Background: an optimization exercise with open tools, aiming at small area, a short achievable clock period and few clock cycles per item. Do not read the settings as production practice. Function was checked by simulation only, so behaviour that the tests miss may differ from the original.

==> flow/design.v, too long to show whole: its modules and the start of the top module <==
// module ckv_crc: 1213 lines
module ckv_crc (
    input  wire        clk,
    input  wire        rst,
    input  wire        in_valid,
    output wire        in_ready,
    input  wire [1:0]  in_op,
    input  wire [1:0]  in_algo,
    input  wire [2:0]  in_len,
    input  wire [63:0] in_data,
    output wire        busy,
    output wire [63:0] value,
    output wire [63:0] result
);
  // ...
==> flow/run.sh <==
#!/bin/bash
# synth_recipe.tcl (not shown) runs the flow's synth.tcl, then flattens the netlist and writes it again
# the make line also repeats each setting of config.mk as NAME=value (left out here)
make -C /OpenROAD-flow-scripts/flow DESIGN_CONFIG=/design/flow/config.mk WORK_HOME=/design/flow/orfs CLKGATE_MAP_FILE= SYNTH_SCRIPT=/design/flow/synth_recipe.tcl finish
==> flow/config.mk <==
export PLATFORM = sky130hd
export DESIGN_NAME = ckv_crc
export DESIGN_NICKNAME = ckv_crc
export VERILOG_FILES = /design/flow/design.v
export SDC_FILE = /design/flow/constraint.sdc
export NUM_CORES = 4
export LEC_CHECK = 0
export CAP_MARGIN = 20
export CORE_MARGIN = 2
export CORE_UTILIZATION = 30
export GPL_ROUTABILITY_DRIVEN = 1
export PLACE_DENSITY = 0.5
export SETUP_SLACK_MARGIN = 1.0
export SLEW_MARGIN = 20
==> flow/constraint.sdc <==
create_clock -name core_clock -period 5.0 [get_ports {clk}]
set_input_delay 1.0000 -clock core_clock [delete_from_list [all_inputs] [get_ports {clk}]]
set_output_delay 1.0000 -clock core_clock [all_outputs]
set_load 0.01 [all_outputs]
==> results.yml, run 1 <==
run_status:
  status: "finished clean"
timing:
  hold_viol_final: 0
  post-route-period-util: 0.8622
  final.setup.worst_slack_ns: 0.6888
  fmax_mhz: 232.0
critical_path:
  r2r_start: "u_q[1]"
  reg2reg_depth: 9
  crit_chain: "a21oi_1 > xnor2_2 > xnor3_2 > xnor2_2 > buf_4 > xnor3_1 > xnor3_1 > a22oi_1 > o211ai_1"
  endpoint_kind: "flip-flop"
  critical_path_peak_fanout: 7
  cp-startpoint: "u_q[1]"
final_layout:
  buffers: 808
  antenna_cells: 12
  multi_input_area_share: 0.6787
  multi_input_area_um2: 28810
  buffer_area_frac: 0.1611
  clkbuf_count: 17
  drive_above_1_share: 0.2303
  sh_seq_area: 0.09756
floorplan:
  ios: 204
  fp-row-count: 122
  initial_core_util: 0.3017
min_path:
  holdPathStages: 2
  hp-class: "reg2reg"
place:
  dp_cells: 5250
global_route:
  first_global_vias: 31030
  antenna_found_initial: 17
synth:
  synth-compound-area-share: 0.1331
  synth_top_family_by_area: "XOR/XNOR gates"
  synth_area_leaders: "xnor2_1, xnor3_1, xor2_1, dfxtp_1, edfxtp_1"
  synth.most_common_cell: "xnor2_1"
  postSynthCellCount: 3284
  syn_area_um2: 33300
route:
  drc: 0
  antenna_violating_nets_post_route: 0
Testbench counts, summed over its fixed seeds: cycles 13,400, bytes 102,258.
==> run 2, diff against run 1 <==
==> flow/flow/run.sh (new file) <==
#!/bin/bash
# The standard layout (the standard.sh) with two changes to its settings:
# - the three-input XOR/XNOR cells are kept out of synthesis and repair: ABC's
#   choice of them makes the CRC xor network larger and slower than two-input
#   cells do;
# - the port buffers that placement inserts on every input and output are
#   plain buf_1 cells rather than the delay buffers it picks by default.
# Everything else (synthesis script, floorplan, power grid, placement, CTS,
# routing) is standard.sh's. make's full output goes to standard_flow.log.
set -euo pipefail
cat >> config.mk <<'EOT'
export DONT_USE_CELLS = sky130_fd_sc_hd__xor3_1 sky130_fd_sc_hd__xor3_2 sky130_fd_sc_hd__xor3_4 sky130_fd_sc_hd__xnor3_1 sky130_fd_sc_hd__xnor3_2 sky130_fd_sc_hd__xnor3_4
export BUFFER_PORTS_ARGS = -buffer_cell sky130_fd_sc_hd__buf_1
EOT
bash standard.sh finish > standard_flow.log 2>&1
==> flow/standard.sh (new file) <==
#!/bin/bash
# synth_recipe.tcl (not shown) runs the flow's synth.tcl, then flattens the netlist and writes it again
# the make line also repeats each setting of config.mk as NAME=value (left out here)
make -C /OpenROAD-flow-scripts/flow DESIGN_CONFIG=/design/flow/config.mk WORK_HOME=/design/flow/orfs CLKGATE_MAP_FILE= SYNTH_SCRIPT=/design/flow/synth_recipe.tcl "${@:-finish}"
--- a/flow/config.mk
+++ b/flow/config.mk
@@ -9,6 +9,10 @@
 export CORE_MARGIN = 2
-export CORE_UTILIZATION = 30
+export CORE_UTILIZATION = 28
+export CTS_CLUSTER_DIAMETER = 60
+export CTS_CLUSTER_SIZE = 10
 export GPL_ROUTABILITY_DRIVEN = 1
-export PLACE_DENSITY = 0.5
+export PLACE_DENSITY = 0.45
 export SETUP_SLACK_MARGIN = 1.0
 export SLEW_MARGIN = 20
+export DONT_USE_CELLS = sky130_fd_sc_hd__xor3_1 sky130_fd_sc_hd__xor3_2 sky130_fd_sc_hd__xor3_4 sky130_fd_sc_hd__xnor3_1 sky130_fd_sc_hd__xnor3_2 sky130_fd_sc_hd__xnor3_4
+export BUFFER_PORTS_ARGS = -buffer_cell sky130_fd_sc_hd__buf_1
removed: flow/run.sh
==> results.yml, run 2 <==
synth:
  synth_ff_type: "dfxtp_1"
  yosys_warnings: 1
  ys_seq_area_frac: 0.1352
  syn_area_um2: 30350
  postSynthCellCount: 3456
  synth_commonest_cells: "xnor2_1, xor2_1, nand2_1"
  synth_area_leaders: "xnor2_1, dfxtp_1, xor2_1, edfxtp_1, xnor2_2"
  synth_nets: 3534
  synth.avg_cell_area_um2: 8.782
  synth_edf_count: 64
  async_reset_ff_frac: 0
  synth_cell_types: 52
  synth_top_area_share: 0.4323
  synth.most_common_cell: "xnor2_1"
  synth_seq_cells: 173
  synth_top_area_cell: "xnor2_1"
timing:
  drv_slew: 0
  fin_setup_tns_ns: 0
  rsz0062_at_grt: "yes"
  tightest_slew_ns: 1.300
  post-route-period-util: 0.8344
  skew_ns: 0.02635
  holdWs_ns: 0.5626
  hold_viol_final: 0
  setup_viol: 0
  layout_min_cycle_time_ns: 4.172
  fmax_mhz: 239.7
  slew_headroom: 0.1294
critical_path:
  cp-endpoint: "u_q[25]"
  crit_chain: "and2_2 > xnor2_4 > buf_4 > xnor2_2 > buf_4 > xnor2_2 > xnor2_1 > xnor2_1 > xnor2_1 > xnor2_1 > a221oi_1 > o21ai_0"
  critical_path_peak_fanout: 8
  crit_type: "reg2reg"
  crit_required_ns: 5.33
  crit_slowest_cell: "xnor2_4"
  cp-startpoint: "c_m[7]"
  r2r_end: "u_q[25]"
  critPathArrivalTime_ns: 4.51
  cpPeakStageDelay_ns: 0.66
  r2r_slack_ns: 0.83
  r2r_start: "c_m[7]"
  cp-start-kind: "flip-flop"
  reg2reg_depth: 12
  endpoint_kind: "flip-flop"
  crit_path_frequent_cell: "xnor2_1"
clock_network:
  htreeDepth: 4
  cts_made_buffers: 17
  cts_tree: "done"
  cts_root_buf: "clkbuf_16"
  clockBufferDepth: 2
  clkSinkCount: 173
  path_clk_slew_ns: 0.11
  clk_latency_ns: 0.56
final_layout:
  layout_common_cells: "xnor2_1, buf_4, xor2_1"
  fillers: 11260
  stdcell_area_um2: 38700
  top_regs: "d_q (64), u_q (64)"
  area_delta_synth_final_pct: 27.50
  drive_above_1_share: 0.2308
  nNetsFinal: 4160
  final_common_cell: "xnor2_1"
floorplan:
  ios: 204
  die_area_um2: 111000
  die_y_um: 333.2
  die_w_um: 333.2
  initial_core_util: 0.2827
  fp-row-count: 120
  core_area_um2: 107400
min_path:
  hp-class: "reg2reg"
  holdPathStages: 2
global_route:
  first_global_vias: 30560
  overflow: 0
  grt_usage: 0.4526
  antenna_found_initial: 10
  grt_pass1_wl_um: 325000
  grt_start_max_net_pins: 135
route:
  wire_per_inst_um: 46.94
  vias_per_cell: 5.908
  dr.pass1.iters: 10
  drc: 0
  antenna_violating_nets_post_route: 0
  drtIter0Drc: 5941
  vias: 32510
  routed_wirelength_um: 258300
run_status:
  status: "finished clean"
place:
  hpwl_um: 209100
  place_congestion: 1.122
  port_buffers: 203
  placed_area_um2: 36950
run:
  drv.max_cap_violation_count: 0
-- run 2: changes by cell type in the layout (fill, tap and decap cells not counted), sizes merged, moves of 38 or more --
cell,before,now
xnor2,1013,1595
a21oi,77,39
xnor3,344,0
buf,604,879
nand2,172,213
clkdlybuf4s50,203,0
-- run 2: kinds of logic (layout without fill, tap and decap cells) --
kind of cell / count (synthesis) / in the layout / synth area share
fa+ha+maj: 4 / 4 / 0.001649
simple gates: 473 / 473 / 0.07198
flops: 173 / 173 / 0.1352
buf+inv: 307 / 946 / 0.04543
compound gates: 567 / 567 / 0.1411
other cells: 0 / 4 / 0
mux: 65 / 65 / 0.02177
xor+xnor: 1867 / 1867 / 0.5829
-- run 2: area by class of cell --
cell class / count / area (um2) / area share
multi-input cells: 2976 / 25830 / 0.6674
well taps: 1403 / 1755 / 0.04536
clock inverters: 15 / 183.9 / 0.004753
inverters: 34 / 127.6 / 0.003298
flip-flops and latches: 173 / 4136 / 0.1069
clock buffers: 17 / 425.4 / 0.01099
repair buffers: 880 / 6231 / 0.1610
diodes: 4 / 10.01 / 0.0002587
-- run 2: worst max-delay path: cells and delay by family (launching register included) --
kind	cells	cell delay [ns]
XOR/XNOR	7	2.08
buffers and inverters	2	0.53
AO/OA/AOI/OAI	2	0.61
flip-flops	1	0.38
AND/OR/NAND/NOR	1	0.33
-- run 2: how the worst min path moves through the flow --
stage | startpoint | to | slack (ns)
global route | u_q[59] | u_q[59] | 0.56
detailed placement | u_q[61] | u_q[61] | 0.52
finish | u_q[59] | u_q[59] | 0.56
CTS | u_q[63] | u_q[63] | 0.54
floorplan | u_q[61] | u_q[61] | 0.47
global placement | u_q[63] | u_q[63] | 0.51
-- run 2: per-stage QoR --
step	setup WS (ns)	std cells	utilization
finish	0.8278	5502	0.3605
global route	0.8534	5498	0.3604
CTS	1.001	5475	0.3560
detailed placement	0.3653	5413	0.3442
global placement	0.3134	5413	0.3439
floorplan	1.965	3456	-
-- run 2: timing repair --
item,in CTS,in global routing
pin swaps,9,8
gates resized for setup,43,35
hold endpoints to repair,0,0
hold buffers,0,0
buffers inserted,30,22
cloned,0,0
setup endpoints to repair,55,30
-- run 2: layer usage --
metal | GRT usage | share of wire | up-vias
met5 | 0 | 0.000066 | -
met4 | 0.3809 | 0.11 | 4
met3 | 0.1313 | 0.11 | 834
met2 | 0.6565 | 0.41 | 2835
met1 | 0.5495 | 0.37 | 15980
li1 | - | - | 12860

-- port drivers added, routing unchanged --
The flow's constraints put no driver on any port. The routed layouts listed below were extracted and timed again, unchanged, in two steps. Step 1 sets driving cells, clkbuf_16 on the clock port and buf_2 on the other inputs (assumed; they add their load-dependent delay and slew). Step 2 adds t to the input delays and takes it off the output delays; t is the mean of the earliest and latest rising clock arrival at the registers after step 1. Input paths then give back, and output paths get back, about the clock's delay inside the block. Slacks: no drivers / after step 1 / after step 2; pairs: no drivers / after step 1.
run | t, ns | setup slack, ns | worst setup path at the end | worst slew at a driven data input, ns
run 1 | 0.635 | 0.689 / 0.689 / 0.689 | register to register | 0.13
run 2 | 0.627 | 0.828 / 0.828 / 0.828 | register to register | 0.10
After both steps every run listed still meets setup and hold.
